Background: an optimization exercise with open tools, aiming at small area, a short achievable clock period and few clock cycles per item. Do not read the settings as production practice. In this exercise RTL edits were held to simulation tests only and were not proved equivalent to the original.

Setup of job 7244:
// aud_chain
module aud_chain (
    input  wire         clk,
    input  wire         rst,         
    input  wire         in_valid,
    output wire         in_ready,
    input  wire [255:0] in_rec,
    output reg          out_valid,
    output wire [383:0] chain
);
For scale: roughly 9300 cells after synthesis, about 1600 flip-flops, about 650 I/O pins.
Settings: LEC_CHECK=0, CAP_MARGIN=20, CORE_AREA=2.3 2.72 429.8 429.4, DIE_AREA=0 0 432.1 432.1, SETUP_SLACK_MARGIN=5.0, SLEW_MARGIN=20, SYNTH_MEMORY_MAX_BITS=16384, BUFFER_PORTS_ARGS=-buffer_cell sky130_fd_sc_hd__buf_1, CTS_ARGS=-sink_clustering_enable -repair_clock_nets -sink_clustering_size 15 -sink_clustering_max_diameter 50 -buf_list "sky130_fd_sc_hd__clkbuf_8" -dont_use_dummy_load; clock period 10.5 ns.
standard.sh (not shown) runs the stock make flow with config.mk's settings and CLKGATE_MAP_FILE= SYNTH_SCRIPT=/design/flow/synth_recipe.tcl, a recipe that flattens the netlist after the stock synthesis.
==> flow/flow/run.sh <==
#!/bin/bash
# Standard layout, with these changes to the layout's buffering:
#  - the port buffers that ORFS inserts use the smallest buffer cell;
#  - clock tree synthesis uses clkbuf_8 buffers with sink clusters of up to
#    15 flip-flops, and adds no dummy loads.
set -euo pipefail
cat >> config.mk <<'EOC'
export BUFFER_PORTS_ARGS = -buffer_cell sky130_fd_sc_hd__buf_1
export CTS_ARGS = -sink_clustering_enable -repair_clock_nets -sink_clustering_size 15 -sink_clustering_max_diameter 50 -buf_list "sky130_fd_sc_hd__clkbuf_8" -dont_use_dummy_load
EOC
bash standard.sh > standard.log 2>&1
Every stage of job 7244 finished as expected; the final checks, on the other hand, flagged max-slew violations, which means the layout fails.
Testbench counts of job 7244, summed over its fixed seeds: cycles 31,112, items 384.
#### Input delta (job 8018 over job 7244)
Settings: a change of SETUP_SLACK_MARGIN from 5.0 to 5.5; a change of DIE_AREA from 0 0 432.1 432.1 to 0 0 472.8 472.8; a change of CORE_AREA from 2.3 2.72 429.8 429.4 to 2.3 2.72 470.5 470.1.
-- flow/flow/run.sh --
<<< job 7244, line 3
>>> job 8018, line 3
#  - repair aims for 5.5 ns of setup slack;
<<< job 7244, line 8
>>> job 8018, line 9
export SETUP_SLACK_MARGIN = 5.5
Results
- Job 8018: PASS, flow complete, no timing, DRC or antenna violations
- Job 7244 → job 8018: final cell utilization of the core fell by 6.7 points; detailed-route via count went up by 1.3%; setup slack rose by 0.069 ns; worst hold slack across all endpoints moved up.
- The number of antenna diodes in job 8018 sits 3 below the value recorded for job 7244.
Inputs modified between job 8018 and job 579:
Settings: SETUP_SLACK_MARGIN changed from 5.5 to 6.0.
-- flow/flow/run.sh --
<<< job 8018, line 3
#  - repair aims for 5.5 ns of setup slack;
>>> job 579, line 3
#  - repair aims for 6.0 ns of setup slack;
<<< job 8018, line 9
export SETUP_SLACK_MARGIN = 5.5
>>> job 579, line 9
export SETUP_SLACK_MARGIN = 6.0
Results
Measured against each other, job 8018 and job 579 differ in share of layout cells above drive strength 1, the higher figure coming from job 579.
Cmp job 579 vs job 8018: global routing usage on met3 higher in job 579
Job 579 ended up with a lower shortest clock period the worst path allows after layout than job 8018 did.
Comparing the two runs side by side, job 579 comes out ahead of job 8018 on total length of routed wires.
Upper clock frequency limit, job 8018 and job 579, lower one = job 8018.
Job 579 against job 8018; final area is up by a few percent.

== juniper ==
Another version of the RTL of aud_chain (not shown whole).
Size: roughly 9600 cells after synthesis, about 1600 flip-flops, ~650 I/O pins.
clock: 10.5 ns
lec_check: 0
cap_margin: 20
core_area: 2.3 2.72 456.9 456.5
die_area: 0 0 459.2 459.2
slew_margin: 20
synth_memory_max_bits: 16384
setup_slack_margin: 5.5
buffer_ports_args: -buffer_cell sky130_fd_sc_hd__buf_1
cts_args: -sink_clustering_enable -repair_clock_nets -sink_clustering_size 15 -sink_clustering_max_diameter 50 -buf_list "sky130_fd_sc_hd__clkbuf_8" -dont_use_dummy_load
==> flow/flow/run.sh <==
#!/bin/bash
# Standard layout, with these changes to the layout's buffering:
#  - repair aims for 5.5 ns of setup slack;
#  - the port buffers that ORFS inserts use the smallest buffer cell;
#  - clock tree synthesis uses clkbuf_8 buffers with sink clusters of up to
#    15 flip-flops, and adds no dummy loads.
set -euo pipefail
cat >> config.mk <<'EOC'
export SETUP_SLACK_MARGIN = 5.5
export BUFFER_PORTS_ARGS = -buffer_cell sky130_fd_sc_hd__buf_1
export CTS_ARGS = -sink_clustering_enable -repair_clock_nets -sink_clustering_size 15 -sink_clustering_max_diameter 50 -buf_list "sky130_fd_sc_hd__clkbuf_8" -dont_use_dummy_load
EOC
bash standard.sh > standard.log 2>&1
juniper reached the final stage; the timing, design-rule and antenna checks on its layout passed.
Testbench counts of juniper, summed over its fixed seeds: cycles 31,112, items 384.
Relative to juniper, the following input files were edited for violet:
==> flow/flow/run.sh <==
#!/bin/bash
# Standard layout, with these changes to the layout's buffering:
#  - repair aims for 6.0 ns of setup slack;
#  - the port buffers that ORFS inserts use the smallest buffer cell;
#  - clock tree synthesis uses clkbuf_8 buffers with sink clusters of up to
#    15 flip-flops, and adds no dummy loads.
set -euo pipefail
cat >> config.mk <<'EOC'
export SETUP_SLACK_MARGIN = 6.0
export BUFFER_PORTS_ARGS = -buffer_cell sky130_fd_sc_hd__buf_1
export CTS_ARGS = -sink_clustering_enable -repair_clock_nets -sink_clustering_size 15 -sink_clustering_max_diameter 50 -buf_list "sky130_fd_sc_hd__clkbuf_8" -dont_use_dummy_load
EOC
bash standard.sh > standard.log 2>&1
--- a/flow/config.mk
+++ b/flow/config.mk
@@ -7,9 +7,9 @@
 export LEC_CHECK = 0
 export CAP_MARGIN = 20
-export CORE_AREA = 2.3 2.72 456.9 456.5
-export DIE_AREA = 0 0 459.2 459.2
+export CORE_AREA = 2.3 2.72 470.5 470.1
+export DIE_AREA = 0 0 472.8 472.8
 export SLEW_MARGIN = 20
 export SYNTH_MEMORY_MAX_BITS = 16384
-export SETUP_SLACK_MARGIN = 5.5
+export SETUP_SLACK_MARGIN = 6.0
 export BUFFER_PORTS_ARGS = -buffer_cell sky130_fd_sc_hd__buf_1
 export CTS_ARGS = -sink_clustering_enable -repair_clock_nets -sink_clustering_size 15 -sink_clustering_max_diameter 50 -buf_list "sky130_fd_sc_hd__clkbuf_8" -dont_use_dummy_load
Diff juniper -> violet: number of cell instances on the worst register-to-register path went down; total routing resource utilization after global routing went down; relative slew slack went up; first-iteration DRC count went up.
> inputs changed (violet -> maple)
==> flow/flow/run.sh <==
#!/bin/bash
# Standard layout, with these changes to the layout's buffering:
#  - repair aims for 5.5 ns of setup slack;
#  - the port buffers that ORFS inserts use the smallest buffer cell;
#  - clock tree synthesis uses clkbuf_8 buffers with sink clusters of up to
#    15 flip-flops, and adds no dummy loads.
set -euo pipefail
cat >> config.mk <<'EOC'
export SETUP_SLACK_MARGIN = 5.5
export BUFFER_PORTS_ARGS = -buffer_cell sky130_fd_sc_hd__buf_1
export CTS_ARGS = -sink_clustering_enable -repair_clock_nets -sink_clustering_size 15 -sink_clustering_max_diameter 50 -buf_list "sky130_fd_sc_hd__clkbuf_8" -dont_use_dummy_load
EOC
bash standard.sh > standard.log 2>&1
--- a/flow/config.mk
+++ b/flow/config.mk
@@ -11,5 +11,5 @@
 export SLEW_MARGIN = 20
 export SYNTH_MEMORY_MAX_BITS = 16384
-export SETUP_SLACK_MARGIN = 6.0
+export SETUP_SLACK_MARGIN = 5.5
 export BUFFER_PORTS_ARGS = -buffer_cell sky130_fd_sc_hd__buf_1
 export CTS_ARGS = -sink_clustering_enable -repair_clock_nets -sink_clustering_size 15 -sink_clustering_max_diameter 50 -buf_list "sky130_fd_sc_hd__clkbuf_8" -dont_use_dummy_load
Results
Data required time of the worst path (lower): maple
Summary of maple over violet: horizontal die dimension did not really move, worst-margin pin slew grew by 13 ps, average routed wire per standard cell has increased, largest fanout of any net on the critical path dropped 3, design area went down 3.0%.

[separate check: timing with driven ports]
In the flow no input, the clock included, has a driving cell. The finished layouts below were timed again as built, in two steps. Step 1 (the two cells are an assumption about what drives the block):
set clk [get_ports {clk}]
set_driving_cell -lib_cell sky130_fd_sc_hd__clkbuf_16 $clk
set_driving_cell -lib_cell sky130_fd_sc_hd__buf_2 [delete_from_list [all_inputs] $clk]
Step 2 also shifts input and output timing later by t, the mid clock arrival at the registers, as if the neighbouring blocks saw the same clock. Slacks: no drivers / after step 1 / after step 2; pairs: no drivers / after step 1.
run	t (ns)	setup slack, ns	worst setup path at the end	pins driven straight from the clock port
job 7244	1.008	4.850 / 4.850 / 4.673	input to register	1
job 8018	1.068	4.920 / 4.920 / 4.920	register to register	1
job 579	1.076	5.021 / 5.021 / 5.021	register to register	1
juniper	1.038	4.870 / 4.870 / 4.809	input to register	1
violet	1.083	5.104 / 5.104 / 5.094	input to register	1
maple	1.038	5.113 / 5.113 / 5.113	register to register	1
The setup slack of job 7244, which loses most, moves by 0.000 ns with the drivers and by -0.177 ns with both steps.
